This is an optimization exercise on Yosys and OpenROAD, whose aim is small area, not a production implementation.
Function was checked by simulation only, so behaviour that the tests miss may differ from the original.
No activity file was given, so power comes from the tool's default toggle rates.

==> flow/design.v (outline; a module is shown in full before it is edited, if it fits) <==
// module agdel_lane_dec: 703 lines
// module agdel_g_inv: 3 lines
// module agdel_g_nand2: 3 lines
// module agdel_g_nor2: 3 lines
// module agdel_g_nand3: 3 lines
// module agdel_g_nand4: 3 lines
// module agdel_g_and2: 3 lines
// module agdel_g_or2: 3 lines
// module agdel_g_and3: 3 lines
// module agdel_g_or3: 3 lines
// module agdel_g_or4: 3 lines
// module agdel_g_and4: 3 lines
// module agdel_g_nand2b: 3 lines
// module agdel_g_nand3b: 3 lines
// module agdel_g_nand4b: 3 lines
// module agdel_g_and4b: 3 lines
// module agdel_g_o21ai: 3 lines
// module agdel_g_o22ai: 3 lines
// module agdel_g_a31oi: 3 lines
// module agdel_g_a32oi: 3 lines
// module agdel_g_a311oi: 3 lines
// module agdel_g_o311ai: 3 lines
// module agdel_g_o21bai: 3 lines
// module agdel_g_a21o: 3 lines
// module agdel_g_o21a: 3 lines
// module agdel_g_a22o: 3 lines
// module agdel_g_o22a: 3 lines
// module agdel_g_a31o: 3 lines
// module agdel_g_a211o: 3 lines
// module agdel_g_a222oi: 3 lines
// module agdel_g_mux2i: 3 lines
// module agdel_g_xor2: 3 lines
// module agdel_g_xnor2: 3 lines
// module agdel_dat_rx: 1222 lines
module agdel_dat_rx (
    input  wire         clk,
    input  wire         rst,           
    input  wire [575:0] rx_data,       
    input  wire [71:0]  rx_check,      
    input  wire [1:0]   rx_frm0,       
    input  wire [1:0]   rx_frm1,       
    input  wire [8:0]   cnt_clr,       
    input  wire [3:0]   cnt_sel,       
    output reg          out_valid,     
    output reg          out_discard,   
    output reg          out_poison,    
    output reg          out_plane,     
    output reg          out_ce_frame,  
    output reg  [575:0] out_data,      
    output reg  [8:0]   out_ce,        
    output reg  [8:0]   out_uc,        
    output reg  [62:0]  out_ce_where,  
    output wire [15:0]  cnt_rd         
);
  // ...
==> flow/flow/run.sh <==
#!/bin/bash
# Standard layout, except: the port buffers are the smallest buffer cell (buf_1) instead of
# the one buffer_ports picks by default; pins may sit one routing track apart, so the die can
# be smaller; and clock tree synthesis uses small clock buffers without dummy loads.
# ORFS keeps each step's log under orfs/logs/; make's output goes to flow_make.log.
set -euo pipefail
export BUFFER_PORTS_ARGS="-buffer_cell sky130_fd_sc_hd__buf_1"
export PLACE_PINS_ARGS="-min_distance 1 -min_distance_in_tracks"
export CTS_ARGS="-sink_clustering_enable -repair_clock_nets -dont_use_dummy_load -sink_clustering_size 30 -sink_clustering_max_diameter 60 -buf_list {sky130_fd_sc_hd__clkbuf_4}"
bash standard.sh > flow_make.log 2>&1
==> flow/standard.sh <==
#!/bin/bash
# synth_recipe.tcl (not shown) runs the flow's synth.tcl, then flattens the netlist and writes it again
# the make line also repeats each setting of config.mk as NAME=value (left out here)
make -C /OpenROAD-flow-scripts/flow DESIGN_CONFIG=/design/flow/config.mk WORK_HOME=/design/flow/orfs CLKGATE_MAP_FILE= SYNTH_SCRIPT=/design/flow/synth_recipe.tcl "${@:-finish}"
==> flow/config.mk <==
export PLATFORM = sky130hd
export DESIGN_NAME = agdel_dat_rx
export DESIGN_NICKNAME = agdel_dat_rx
export VERILOG_FILES = /design/flow/design.v
export SDC_FILE = /design/flow/constraint.sdc
export NUM_CORES = 4
export LEC_CHECK = 0
export CAP_MARGIN = 0
export CORE_MARGIN = 2
export CORE_UTILIZATION = 40
export GPL_TIMING_DRIVEN = 0
export SLEW_MARGIN = 0
export SYNTH_HIERARCHICAL = 1
==> flow/constraint.sdc <==
create_clock -name core_clock -period 7.0 [get_ports {clk}]
set_input_delay 1.4000 -clock core_clock [delete_from_list [all_inputs] [get_ports {clk}]]
set_output_delay 1.4000 -clock core_clock [all_outputs]
set_load 0.01 [all_outputs]
==> impl_metrics.yaml, run 1 <==
floorplanning:
  die_height_um: 334
  start_util_pct: 40.4
  io_pins: 1345
  rows: 120
logic_synthesis:
  synth_cell_types: 24
  ys_ff_latch: 805
  yosysWarnings: 7
  synth.most_common_cell: "xor2_1"
  yosysTopAreaCell: "dfxtp_1"
  synth_xor_area_share_pct: 37.6
  muxShareOfSynthArea_pct: 0
  syn-num-nets: 5753
  synth_compound_area_share_pct: 6.75
  synth_area_per_cell_sq_um: 8.55
  synthAdderAreaFrac_pct: 0
  ys_top_cells_by_area: "dfxtp_1 37%, xor2_1 26%, xnor2_1 12%"
  synth_top_area_share_pct: 37.1
  synth_flop_cell: "dfxtp_1"
  yosys.area_share.simple_pct: 16.0
  synth_top_family_by_area: "XOR/XNOR gates"
  synth_commonest_cells: "1,287 x xor2_1, 819 x nand2_1, 805 x dfxtp_1"
  async_flop_share_pct: 0
global_routing:
  grt-busiest-layer: "met2"
  grt_usage_pct: 35.8
  grt_pass1_wl_um: 289000
  globalRouteOverflowTotal: 21
  met3_usage_pct: 11.2
  grt_max_degree: 22
  grt_pass1_vias: 42625
clock_tree:
  cts_setup_buffers: 10
  root_buffer: "clkbuf_4"
  hold_buffers: 0
outcome:
  status: "stopped before the end"
  haltStage: "global routing"
  error_line: "[ERROR GRT-0116] Global routing finished with congestion. Check the congestion regions in the DRC Viewer."
placement:
  portBuffers: 1344
  gp_congestion: 1.10
  hpwlAfterDp_um: 164000
  place_inst: 7833
  place_ws_ns: -1.90
==> inputs of run 2 (changes only) <==
--- a/flow/flow/run.sh
+++ b/flow/flow/run.sh
@@ -8,3 +8,3 @@
 export PLACE_PINS_ARGS="-min_distance 1 -min_distance_in_tracks"
-export CTS_ARGS="-sink_clustering_enable -repair_clock_nets -dont_use_dummy_load -sink_clustering_size 30 -sink_clustering_max_diameter 60 -buf_list {sky130_fd_sc_hd__clkbuf_4}"
+export CTS_ARGS="-sink_clustering_enable -repair_clock_nets -dont_use_dummy_load -sink_clustering_size 20 -buf_list {sky130_fd_sc_hd__clkbuf_2 sky130_fd_sc_hd__clkbuf_4}"
 bash standard.sh > flow_make.log 2>&1
--- a/flow/config.mk
+++ b/flow/config.mk
@@ -9,3 +9,3 @@
 export CORE_MARGIN = 2
-export CORE_UTILIZATION = 40
+export CORE_UTILIZATION = 45
 export GPL_TIMING_DRIVEN = 0
==> impl_metrics.yaml, run 2 <==
logic_synthesis:
  syn-num-nets: 5753
  synth_edf_count: 0
  synth_commonest_cells: "1,287 x xor2_1, 819 x nand2_1, 805 x dfxtp_1"
  synthAdderAreaFrac_pct: 0
  synth.most_common_cell: "xor2_1"
  ys_top_cells_by_area: "dfxtp_1 37%, xor2_1 26%, xnor2_1 12%"
  synth_xor_area_share_pct: 37.6
  synthesis.area_sq_um: 43500
  ys_ff_latch: 805
  syn_inst: 5086
  synth_flop_cell: "dfxtp_1"
  yosysWarnings: 7
  synth_cell_types: 24
  yosys.area_share.simple_pct: 16.0
  synth_top_family_by_area: "XOR/XNOR gates"
  yosysTopAreaCell: "dfxtp_1"
  muxShareOfSynthArea_pct: 0
  async_flop_share_pct: 0
  synth_area_per_cell_sq_um: 8.55
  synth_compound_area_share_pct: 6.75
  synth_top_area_share_pct: 37.1
  ys_seq_area_share_pct: 37.1
global_routing:
  grt_usage_pct: 40.4
  globalRouteOverflowTotal: 3
  grt_pass1_vias: 42658
  grt_pass1_wl_um: 287000
  grt_max_degree: 20
clock_tree:
  cts_made_buffers: 219
  root_buffer: "clkbuf_4"
  cts_buffer_depth: 3
  htreeDepth: 4
  clkSinkCount: 805
  hold_buffers: 0
placement:
  dpl_cell_area_sq_um: 50100
  place_inst: 7707
  hpwlAfterDp_um: 164000
  portBuffers: 1344
  gp_congestion: 1.09
outcome:
  error_line: "[ERROR GRT-0116] Global routing finished with congestion. Check the congestion regions in the DRC Viewer."
  haltStage: "global routing"
  status: "stopped before the end"
floorplanning:
  die_x_um: 315
  die_height_um: 315
  start_util_pct: 45.2
  io_pins: 1345
  rows: 114
==> run 2: cell counts after synthesis <==
No cell type changed its count.
==> run 2: metrics by stage <==
stage               hold slack (ns)  setup slack (ns)
floorplan                     0.466             0.111
global placement              0.485             -3.37
detailed placement            0.491             -1.86
CTS                           0.399           0.00435
==> run 2: per-module statistics from Yosys, one instance, submodules excluded, a selection <==
module,flops+latches,cell area (sq um),times used
agdel_g_nor2,0,3.75,599
agdel_g_o21a,0,7.51,27
agdel_g_or4,0,7.51,1
agdel_g_a21o,0,7.51,9
agdel_g_o311ai,0,8.76,18
agdel_g_a211o,0,8.76,36
agdel_g_and4,0,8.76,9
agdel_g_nand3,0,5.00,61
agdel_dat_rx,805,16100,1
==> run 2: how the worst max path moves through the flow <==
stage	end	slack [ns]	start	depth (start not counted)
global placement	count[5].value[15]	-3.37	rx_data[63]	33
CTS	count[4].value[15]	0.004	rx_data[319]	37
floorplan	count[0].value[15]	0.11	rx_data[63]	36
detailed placement	count[5].value[15]	-1.86	rx_data[383]	37
==> run 2: cell families after synthesis <==
kind of cell           after synthesis
AO/OA/AOI/OAI                      428
XOR/XNOR                          1864
buffers and inverters              298
AND/OR/NAND/NOR                   1691
flip-flops                         805
==> run 2: power groups by stage <==
stage          combinational [mW]  sequential (mW)  clock [mW]
2_1_floorplan                11.4             5.80           0
3_3_place_gp                 17.8             5.54           0
3_5_place_dp                 17.5             5.54           0
4_1_cts                      18.0             5.45        3.31
==> run 2: repair_timing <==
action / CTS
gates resized for setup: 38
endpoints found under the setup margin: 43
pin swaps: 6
gates cloned: 0
setup buffers: 12
==> run 2: metal layers <==
metal	track usage, %	overflow
met1	45.1	0
met3	13.5	0
met4	34.5	1
met5	2.90	0
met2	61.7	2
==> inputs of run 3 (changes only) <==
--- a/flow/config.mk
+++ b/flow/config.mk
@@ -9,3 +9,3 @@
 export CORE_MARGIN = 2
-export CORE_UTILIZATION = 45
+export CORE_UTILIZATION = 40
 export GPL_TIMING_DRIVEN = 0
==> impl_metrics.yaml, run 3 <==
logic_synthesis:
  muxShareOfSynthArea_pct: 0
  synth_xor_area_share_pct: 37.6
  synth_area_per_cell_sq_um: 8.55
  synthAdderAreaFrac_pct: 0
  ys_seq_area_share_pct: 37.1
  synth_edf_count: 0
  synthesis.area_sq_um: 43500
  syn-num-nets: 5753
  synth_commonest_cells: "1,287 x xor2_1, 819 x nand2_1, 805 x dfxtp_1"
  ys_ff_latch: 805
  yosys.area_share.simple_pct: 16.0
  async_flop_share_pct: 0
  yosysTopAreaCell: "dfxtp_1"
  synth_flop_cell: "dfxtp_1"
  synth_top_family_by_area: "XOR/XNOR gates"
  synth.most_common_cell: "xor2_1"
  yosysWarnings: 7
  syn_inst: 5086
  synth_top_area_share_pct: 37.1
  ys_top_cells_by_area: "dfxtp_1 37%, xor2_1 26%, xnor2_1 12%"
  synth_cell_types: 24
  synth_compound_area_share_pct: 6.75
placement:
  place_inst: 7833
  place_ws_ns: -1.90
  gp_congestion: 1.10
  dpl_cell_area_sq_um: 50300
  hpwlAfterDp_um: 164000
  portBuffers: 1344
floorplanning:
  io_pins: 1345
  die_height_um: 334
  rows: 120
  start_util_pct: 40.4
  die_x_um: 334
clock_tree:
  cts_buffer_depth: 3
  cts_made_buffers: 216
  clkSinkCount: 805
  root_buffer: "clkbuf_4"
  htreeDepth: 4
global_routing:
  grt_pass1_vias: 43536
  globalRouteOverflowTotal: 24
  grt_usage_pct: 36.0
  grt_max_degree: 20
  grt_pass1_wl_um: 291000
outcome:
  error_line: "[ERROR GRT-0116] Global routing finished with congestion. Check the congestion regions in the DRC Viewer."
  haltStage: "global routing"
  status: "stopped before the end"
run 3: cell counts after synthesis:
Identical to the previous run, type by type.
run 3: repair_timing:
action,CTS
pin swaps,3
setup endpoints to repair,47
hold buffers,0
setup buffers,2
gates resized for setup,48
run 3: power by group through the flow:
stage | combinational (mW) | clock (mW) | sequential [mW]
after floorplan | 11.4 | 0 | 5.80
after global placement | 17.6 | 0 | 5.54
after detailed placement | 17.4 | 0 | 5.55
after CTS | 17.8 | 3.28 | 5.46
run 3: per-stage QoR:
stage / total power [mW] / setup TNS [ns]
floorplan: 17.2 / 0
global placement: 23.2 / -336.85
detailed placement: 23.0 / -150.63
CTS: 26.5 / 0
run 3: per-module statistics from Yosys, one instance, submodules excluded, excerpt:
module | area (sq um) | times used | flops+latches
agdel_g_or4 | 7.51 | 1 | 0
agdel_g_o22ai | 6.26 | 36 | 0
agdel_dat_rx | 16100 | 1 | 805
agdel_g_or3 | 6.26 | 11 | 0
agdel_g_a21o | 7.51 | 9 | 0
agdel_g_and4 | 8.76 | 9 | 0
agdel_g_nor2 | 3.75 | 599 | 0
agdel_g_nand2 | 3.75 | 819 | 0
agdel_g_and3 | 6.26 | 72 | 0
agdel_g_o311ai | 8.76 | 18 | 0
agdel_g_xor2 | 8.76 | 1287 | 0
agdel_g_and2 | 6.26 | 18 | 0
run 3: logic make-up after synthesis:
group                     count (synthesis)
DFF                                     805
and+or+nand+nor                        1691
xor gates and xnor gates               1864
AOI/OAI and AO/OA                       428
buffers and inverters                   298
run 3: metal layers:
| metal | track usage [%] | GRT overflow |
|---|---|---|
| met1 | 39.1 | 0 |
| met2 | 56.7 | 20 |
| met3 | 11.6 | 0 |
| met4 | 31.0 | 4 |
| met5 | 1.48 | 0 |
run 3: how the worst max path moves through the flow:
| stage | from | end | slack (ns) | cells after the start |
|---|---|---|---|---|
| CTS | rx_data[378] | count[5].value[15] | 0.001 | 37 |
| detailed placement | rx_data[447] | count[6].value[15] | -1.90 | 36 |
| global placement | rx_data[63] | count[5].value[15] | -2.74 | 33 |
| floorplan | rx_data[63] | count[0].value[15] | 0.11 | 36 |
==> inputs of run 4 (changes only) <==
--- a/flow/config.mk
+++ b/flow/config.mk
@@ -9,4 +9,3 @@
 export CORE_MARGIN = 2
-export CORE_UTILIZATION = 40
-export GPL_TIMING_DRIVEN = 0
+export CORE_UTILIZATION = 45
 export SLEW_MARGIN = 0
==> impl_metrics.yaml, run 4 <==
clock_tree:
  hold_buffers: 0
  cts_setup_buffers: 0
  cts-resized-gates: 0
  cts_made_buffers: 220
  htreeDepth: 4
  cts_buffer_depth: 3
  clkSinkCount: 805
  root_buffer: "clkbuf_4"
placement:
  portBuffers: 1344
  place_ws_ns: -0.169
  dpl_cell_area_sq_um: 53400
  hpwlAfterDp_um: 174000
  gp_congestion: 1.10
logic_synthesis:
  syn_inst: 5086
  synthesis.area_sq_um: 43500
  ys_seq_area_share_pct: 37.1
  ys_top_cells_by_area: "dfxtp_1 37%, xor2_1 26%, xnor2_1 12%"
  synth_area_per_cell_sq_um: 8.55
  synth_flop_cell: "dfxtp_1"
  syn-num-nets: 5753
  synth_edf_count: 0
  yosysWarnings: 7
  async_flop_share_pct: 0
  synth_cell_types: 24
  synth_top_area_share_pct: 37.1
  synth_commonest_cells: "1,287 x xor2_1, 819 x nand2_1, 805 x dfxtp_1"
  ys_ff_latch: 805
  synth.most_common_cell: "xor2_1"
  yosysTopAreaCell: "dfxtp_1"
outcome:
  error_line: "[ERROR GRT-0116] Global routing finished with congestion. Check the congestion regions in the DRC Viewer."
  haltStage: "global routing"
  status: "stopped before the end"
global_routing:
  globalRouteOverflowTotal: 6
  grt_pass1_vias: 44423
  grt_pass1_wl_um: 294000
  grt_usage_pct: 41.2
  grt_max_degree: 19
floorplanning:
  io_pins: 1345
  die_x_um: 315
  rows: 114
  die_height_um: 315
  start_util_pct: 45.2
run 4: cell counts after synthesis:
No cell type changed its count.
run 4: worst max-delay path by stage:
stage	start	endpoint	slack [ns]	cells after the start
after floorplan	rx_data[63]	count[0].value[15]	0.11	36
after global placement	rx_data[378]	count[5].value[15]	-0.06	36
after detailed placement	rx_data[186]	count[2].value[15]	-0.17	37
after CTS	rx_data[378]	count[5].value[15]	0.99	36
run 4: power by group through the flow:
stage          sequential, mW  clock (mW)  combinational (mW)
4_1_cts                  5.50        3.29                21.5
3_5_place_dp             5.60           0                21.3
3_3_place_gp             5.59           0                21.6
2_1_floorplan            5.80           0                11.4
run 4: per-layer routing:
metal,overflow,GRT usage (%)
met1,0,45.7
met3,0,13.8
met2,3,62.9
met5,0,1.02
met4,3,36.0
run 4: through the flow:
step | util [%] | std cells
detailed placement | 55.4 | 8137
floorplan | - | 5086
CTS | 57.1 | 8357
global placement | 55.4 | 8137
run 4: kinds of logic after synthesis:
group	Yosys count	synth area share [%]
simple gates	1691	16.0
buf+inv	298	2.58
flops	805	37.1
compound gates	428	6.75
xor+xnor	1864	37.6
run 4: Yosys stat by module (local to each module, per instance), excerpt:
module / area (sq um) / times used / cells
agdel_g_nor2: 3.75 / 599 / 1
agdel_g_and4: 8.76 / 9 / 1
agdel_g_a32oi: 8.76 / 18 / 1
agdel_g_xnor2: 8.76 / 577 / 1
agdel_g_nand3: 5.00 / 61 / 1
agdel_g_a222oi: 10.0 / 48 / 1
agdel_g_or3: 6.26 / 11 / 1
agdel_g_inv: 3.75 / 297 / 1
agdel_g_o311ai: 8.76 / 18 / 1
agdel_dat_rx: 16100 / 1 / 806
==> inputs of run 5 (changes only) <==
==> flow/flow/run.sh (replaced) <==
#!/bin/bash
# Standard layout, except: the port buffers are the smallest buffer cell (buf_1) instead of
# the one buffer_ports picks by default, and clock tree synthesis uses small clock buffers
# (clkbuf_2, clkbuf_4) without dummy loads. ORFS keeps each step's log under orfs/logs/;
# make's output goes to flow_make.log.
set -euo pipefail
export BUFFER_PORTS_ARGS="-buffer_cell sky130_fd_sc_hd__buf_1"
export CTS_ARGS="-sink_clustering_enable -repair_clock_nets -dont_use_dummy_load -sink_clustering_size 20 -buf_list {sky130_fd_sc_hd__clkbuf_2 sky130_fd_sc_hd__clkbuf_4}"
bash standard.sh > flow_make.log 2>&1
--- a/flow/config.mk
+++ b/flow/config.mk
@@ -9,3 +9,5 @@
 export CORE_MARGIN = 2
-export CORE_UTILIZATION = 45
+export CORE_UTILIZATION = 30
+export GPL_TIMING_DRIVEN = 0
+export SETUP_SLACK_MARGIN = 0.3
 export SLEW_MARGIN = 0
==> impl_metrics.yaml, run 5 <==
outcome:
  status: "timing/DRC/antenna clean"
pwr:
  peakVddDrop_v: 0.000365
  leakagePower_nw: 21.4
  power_mw: 29.4
  powerDensity_nw_per_um2: 540
setup_path:
  crit_buf_inv: 2
  crit_path_top_delay_cell: "nor2_1"
  critPathArrivalTime_ns: 7.58
  cp_slowest_stage_delay_ns: 1.01
  cpLargestDelayFamily: "XOR/XNOR gates"
  r2r_slack_ns: 4.56
  path_max_fanout: 8
  endpoint_kind: "register"
  rr_worst_depth: 14
  critPathRequiredTime_ns: 7.99
  reg2reg_from: "count[6].value[6]"
  start_kind: "input pin"
  cp_cell_sequence: "buf_1, xor2_1, xor2_1, xor2_1, xor2_1, xor2_1, xor2_1, xor2_1, xor2_1, xor2_1, nand2_1, nor2_1, a32oi_1, o21ai_1, o21ai_1, a211o_1, nand2_1, o21ai_1, inv_1, a31oi_1, a31oi_1"
  crit_top_cell: "xor2_1"
  r2r-end: "count[6].value[14]"
  critPathKind: "in2reg"
route:
  wl_met1_um: 102000
  first_pass_iters: 6
  route.detailed.drc: 0
  vias: 43790
  drt-initial-drc-count: 4924
  wl_per_cell_um: 28.3
  met3_wirelength_um: 29200
  wl_met2_um: 102000
  avgViaCountPerCell: 5.04
  drt_wl_total_um: 245000
  postRouteAntennaNets: 0
  top_layer_used: "met5"
timing:
  worst_pin_slew_ns: 1.20
  fmax_mhz: 152
  hold_viol: 0
  relSlewSlack_pct: 19.4
  whs_ns: 0.455
  setup_viol: 0
  slew_violations: 0
  rsz0062_at_grt: "yes"
  worst_slack_ns: 0.415
  min_period_ns: 6.59
  period_share_pct: 94.1
  skew_ns: 0.150
logic_synthesis:
  ys_ff_latch: 805
  synthesis.area_sq_um: 43500
  syn_inst: 5086
  synth_flop_cell: "dfxtp_1"
  yosysTopAreaCell: "dfxtp_1"
  async_flop_share_pct: 0
  yosysWarnings: 7
  synth_cell_types: 24
  synth_top_area_share_pct: 37.1
  synth_commonest_cells: "1,287 x xor2_1, 819 x nand2_1, 805 x dfxtp_1"
  synth_edf_count: 0
  syn-num-nets: 5753
  synth.most_common_cell: "xor2_1"
  synth_area_per_cell_sq_um: 8.55
  ys_top_cells_by_area: "dfxtp_1 37%, xor2_1 26%, xnor2_1 12%"
  ys_seq_area_share_pct: 37.1
layout:
  nFillCells: 15402
  final_cell_mix: "1,323 x buf_1, 1,224 x xor2_1, 805 x dfxtp_1, 804 x nand2_1, 577 x xnor2_1"
  seqCellArea_sq_um: 16100
  drive_gt1_share_pct: 7.45
  final_common_cell: "buf_1"
  largest_reg_flops: 576
  area_growth_pct: 25.0
  top_register: "out_data"
  multi_input_area_sq_um: 27300
  instances_no_fill: 8680
  nets: 7392
  reg_top3: "out_data (576), count.value (144), out_ce_where (63)"
global_routing:
  grt_max_degree: 18
  grt_pass1_vias: 41014
  grt_pass1_wl_um: 323000
  antenna_found_initial: 81
  globalRouteOverflowTotal: 0
  grt_usage_pct: 31.4
clock_tree:
  cts_tree: "yes"
  clkSinkCount: 805
  cts_made_buffers: 225
  hold_buffers: 0
  cts_buffer_depth: 3
  clock_latency_ns: 1.22
  htreeDepth: 4
  root_buffer: "clkbuf_4"
  cts.clk_slew.worst_paths_ns: 0.06
floorplanning:
  die_x_um: 385
  core_sq_um: 144000
  dieArea_sq_um: 148000
  rows: 139
  io_pins: 1345
  die_height_um: 385
  start_util_pct: 30.3
flow_run:
  maxCapViolations: 0
placement:
  place_inst: 8334
  place_ws_ns: -1.83
  hpwlAfterDp_um: 209000
  portBuffers: 1344
  gp_congestion: 1.07
worst_hold_path:
  hold_path_end: "out_data[70]"
  min_delay_path_depth: 2
  hold_start: "rx_data[70]"
  hp-class: "in2reg"
[run 5: layout make-up]
type	instances	share of cell area, %
flip-flops and latches	805	29.7
inverters	297	2.09
plain buffers	1	0.0138
well taps	1903	4.38
clock buffers	225	3.11
multi-input cells	3983	50.2
repair buffers	1412	10.3
diodes	54	0.249
[run 5: repair_timing]
action | 4_1_cts | 5_1_grt
resized for setup | 56 | 162
endpoints found under the setup margin | 51 | 87
pin swaps | 5 | 49
setup buffers | 13 | 54
[run 5: per-stage QoR]
step / util, % / TNS (ns) / instance area (sq um)
after floorplan: - / 0 / 43600
after global placement: 35.5 / -614.05 / 51000
after detailed placement: 35.5 / -137.17 / 51000
after CTS: 37.0 / 0 / 53100
after global routing: 37.8 / 0 / 54200
final: 37.8 / 0 / 54300
[run 5: modules after synthesis (local to each module, per instance), excerpt]
module,copies in the design,flip-flops and latches,area (sq um),cells inside
agdel_g_xor2,1287,0,8.76,1
agdel_g_a32oi,18,0,8.76,1
agdel_g_xnor2,577,0,8.76,1
agdel_g_and4,9,0,8.76,1
agdel_g_o311ai,18,0,8.76,1
agdel_g_o21a,27,0,7.51,1
agdel_g_or4,1,0,7.51,1
agdel_g_nand2b,63,0,6.26,1
agdel_g_and3,72,0,6.26,1
agdel_g_nand4,38,0,6.26,1
agdel_g_nand2,819,0,3.75,1
agdel_g_inv,297,0,3.75,1
[run 5: where the power goes]
part,switching (mW),leakage [nW],internal [mW]
combinational,14.6,13.7,5.90
sequential,0.269,6.71,5.25
clock,1.88,1.04,1.43
total,16.8,21.4,12.6
[run 5: kinds of logic (layout without fill, tap and decap cells)]
group / Yosys count / count (layout) / share of synthesized area (%)
buffers and inverters: 298 / 1935 / 2.58
AND/OR/NAND/NOR: 1691 / 1691 / 16.0
other: 0 / 54 / 0
flip-flops: 805 / 805 / 37.1
AO/OA/AOI/OAI: 428 / 428 / 6.75
XOR/XNOR: 1864 / 1864 / 37.6
[run 5: worst max path at each step]
stage | cells past startpoint | end | startpoint | slack (ns)
after global placement | 33 | count[6].value[15] | rx_data[58] | -3.80
after floorplan | 36 | count[0].value[15] | rx_data[63] | 0.30
after global routing | 37 | count[2].value[15] | rx_data[186] | 0.26
final | 21 | out_ce_where[34] | rx_data[313] | 0.41
after detailed placement | 36 | count[3].value[15] | rx_data[248] | -1.83
after CTS | 37 | count[3].value[15] | rx_data[250] | 0.27
[run 5: per-layer routing]
layer | GRT usage, % | up-vias
li1 | - | 19503
met1 | 41.2 | 21031
met2 | 45.3 | 2686
met3 | 11.5 | 532
met4 | 14.3 | 38
met5 | 0 | -
[run 5: worst register-to-register path, cell delays in order (launching register included)]
cell	delay [ns]
dfxtp_1	0.33
and4_1	0.22
nand4_1	0.09
o311ai_1	0.08
inv_1	0.12
nand3_1	0.17
nor2_4	0.16
nand2_1	0.08
inv_1	0.12
nand4_1	0.16
nor2_2	0.17
nand2_1	0.11
nor2_2	0.17
and2_1	0.16
nor2_1	0.05
==> inputs of run 6 (changes only) <==
--- a/flow/config.mk
+++ b/flow/config.mk
@@ -11,3 +11,3 @@
 export GPL_TIMING_DRIVEN = 0
-export SETUP_SLACK_MARGIN = 0.3
+export SETUP_SLACK_MARGIN = 0.1
 export SLEW_MARGIN = 0
==> impl_metrics.yaml, run 6 <==
layout:
  nFillCells: 15494
  largest_reg_flops: 576
  reg_top3: "out_data (576), count.value (144), out_ce_where (63)"
  drive_gt1_share_pct: 6.90
  final_common_cell: "buf_1"
  final_cell_mix: "1,324 x buf_1, 1,233 x xor2_1, 806 x nand2_1, 805 x dfxtp_1, 577 x xnor2_1"
  top_register: "out_data"
  nets: 7384
  post-route-util_pct: 37.7
  final_area_sq_um: 54100
  area_growth_pct: 24.5
logic_synthesis:
  synth_area_per_cell_sq_um: 8.55
  synth.most_common_cell: "xor2_1"
  syn-num-nets: 5753
  ys_seq_area_share_pct: 37.1
  synthAdderAreaFrac_pct: 0
  synth_top_family_by_area: "XOR/XNOR gates"
  synthesis.area_sq_um: 43500
  yosysTopAreaCell: "dfxtp_1"
  ys_ff_latch: 805
  synth_cell_types: 24
  synth_compound_area_share_pct: 6.75
  yosysWarnings: 7
  yosys.area_share.simple_pct: 16.0
  synth_commonest_cells: "1,287 x xor2_1, 819 x nand2_1, 805 x dfxtp_1"
  ys_top_cells_by_area: "dfxtp_1 37%, xor2_1 26%, xnor2_1 12%"
  synth_xor_area_share_pct: 37.6
  synth_flop_cell: "dfxtp_1"
  synth_top_area_share_pct: 37.1
  async_flop_share_pct: 0
  syn_inst: 5086
  synth_edf_count: 0
  muxShareOfSynthArea_pct: 0
clock_tree:
  cts_made_buffers: 226
  root_buffer: "clkbuf_4"
  clock_latency_ns: 1.31
  clkSinkCount: 805
  cts.clk_slew.worst_paths_ns: 0.07
  cts_buffer_depth: 3
  htreeDepth: 4
  cts_tree: "yes"
setup_path:
  endpoint_kind: "register"
  setup.worst_path.start: "rx_data[184]"
  start_kind: "input pin"
  cp_slowest_stage_delay_ns: 0.39
  path_max_fanout: 8
  critPathKind: "in2reg"
  critPathRequiredTime_ns: 8.24
  crit_path_top_delay_cell: "buf_1"
  critPathArrivalTime_ns: 7.87
  crit_top_cell: "xor2_1"
  reg2reg_from: "count[8].value[6]"
timing:
  skew_ns: 0.141
  fmax_mhz: 151
  min_period_ns: 6.64
  slew_violations: 0
  rsz0062_at_grt: "yes"
  relSlewSlack_pct: 9.16
  fin_setup_tns_ns: 0
  hold_viol: 0
  setup_viol: 0
  worst_pin_slew_ns: 1.36
  period_share_pct: 94.8
floorplanning:
  die_height_um: 385
  die_x_um: 385
  dieArea_sq_um: 148000
  core_sq_um: 144000
  start_util_pct: 30.3
  io_pins: 1345
  rows: 139
global_routing:
  grt_usage_pct: 33.1
  globalRouteOverflowTotal: 0
  grt_pass1_wl_um: 337000
  grt_pass1_vias: 42048
  antenna_found_initial: 117
  grt_max_degree: 23
placement:
  dpl_cell_area_sq_um: 50900
  gp_congestion: 1.06
  hpwlAfterDp_um: 219000
  portBuffers: 1344
pwr:
  leakagePower_nw: 21.3
  powerDensity_nw_per_um2: 541
  power_mw: 29.3
  peakVddDrop_v: 0.000293
route:
  drt_wl_total_um: 256000
  route.detailed.drc: 0
  first_pass_iters: 6
  vias: 44269
  drt-initial-drc-count: 4952
  postRouteAntennaNets: 0
  avgViaCountPerCell: 5.09
  wl_per_cell_um: 29.5
worst_hold_path:
  hold_start: "rx_data[562]"
  hp-class: "in2reg"
flow_run:
  maxCapViolations: 0
outcome:
  status: "timing/DRC/antenna clean"
run 6: layer usage:
metal | GRT usage (%) | share of wire [%] | vias up
li1 | - | - | 19546
met5 | 0 | 0.26 | -
met2 | 47.3 | 41 | 2806
met3 | 15.9 | 14 | 670
met4 | 15.0 | 5.2 | 100
met1 | 41.6 | 40 | 21147
run 6: area by class of cell:
cell class / instances / area [sq um] / share of cell area, %
Multi-Input combinational cell: 3983 / 27100 / 50.0
Sequential cell: 805 / 16100 / 29.8
Timing Repair Buffer: 1403 / 5550 / 10.2
Tap cell: 1903 / 2380 / 4.40
Clock buffer: 226 / 1700 / 3.13
Inverter: 297 / 1130 / 2.09
Antenna cell: 71 / 178 / 0.328
Buffer: 1 / 7.51 / 0.0139
run 6: critical path, delay by kind of cell:
| family | cells | cell delay [ns] |
|---|---|---|
| simple gates | 15 | 2.12 |
| buf+inv | 6 | 0.97 |
| xor+xnor | 11 | 2.60 |
| compound gates | 5 | 0.73 |
run 6: power breakdown:
part	internal, mW	switching [mW]	leakage, nW
combinational	5.70	14.7	13.6
sequential	5.25	0.287	6.71
clock	1.44	1.91	1.04
total	12.4	16.9	21.3
run 6: modules after synthesis, one instance, submodules excluded, excerpt:
module	flip-flops and latches	copies in the design
agdel_g_a21o	0	9
agdel_g_a31oi	0	118
agdel_g_and3	0	72
agdel_g_inv	0	297
agdel_g_nand2	0	819
agdel_g_nand3	0	61
agdel_g_nor2	0	599
agdel_g_o21ai	0	118
agdel_g_or3	0	11
agdel_g_or4	0	1
agdel_g_xnor2	0	577
agdel_g_xor2	0	1287
run 6: logic make-up after synthesis:
logic type | count (synthesis)
compound gates | 428
xor+xnor | 1864
buf+inv | 298
flops | 805
simple gates | 1691
run 6: final timing paths:
check / endpoint / slack (ns) / cells past startpoint
worst max-delay path: count[2].value[15] / 0.36 / 37
worst min-delay path: out_data[562] / 0.39 / 2
worst max register to register: count[8].value[15] / 4.48 / 15
worst min register to register: count[3].value[15] / 0.51 / 2
run 6: per-stage QoR:
| step | hold slack [ns] | worst slack [ns] | std cells |
|---|---|---|---|
| after floorplan | 0.466 | 0.111 | 5086 |
| after global placement | 0.487 | -4.48 | 8333 |
| after detailed placement | 0.494 | -2.18 | 8335 |
| after CTS | 0.206 | 0.100 | 8571 |
| after global routing | 0.192 | 0.0995 | 8663 |
| final | 0.395 | 0.364 | 8689 |
run 6: timing repair:
| action | 4_1_cts | 5_1_grt |
|---|---|---|
| resized for setup | 67 | 146 |
| setup endpoints to repair | 79 | 83 |
| buffers inserted | 10 | 47 |
| hold buffers | 0 | 0 |
| pin swaps | 11 | 31 |

[afterwards: timing with drivers on the ports]
How much do the figures lean on ideal ports? The routed layouts below were timed once more, with nothing changed but the port constraints. Step 1: set_driving_cell puts a clkbuf_16 on clk and a buf_2 on each other input, an assumption about the parent block. Step 2 moves the port delays by t, midway between the first and last clock arrival at a register: inputs arrive t later, outputs are due t later. That takes back most of the time a late clock gives input paths. a / b / c = ideal / step 1 / step 2; a / b = the first two.
| run | t, ns | setup WS [ns] | worst setup path after step 2 | worst slew at a driven data input, ns | cell pins on the clock port's net |
|---|---|---|---|---|---|
| run 5 | 1.216 | 0.415 / 0.300 / -0.917 | input to register | 0.41 | 1 |
| run 6 | 1.270 | 0.364 / 0.215 / -1.055 | input to register | 0.37 | 1 |
Met with ideal ports but missed after step 2: setup timing in run 5 and run 6. The setup slack of run 6, which loses most, moves by -0.149 ns with the drivers and by -1.419 ns with both steps.
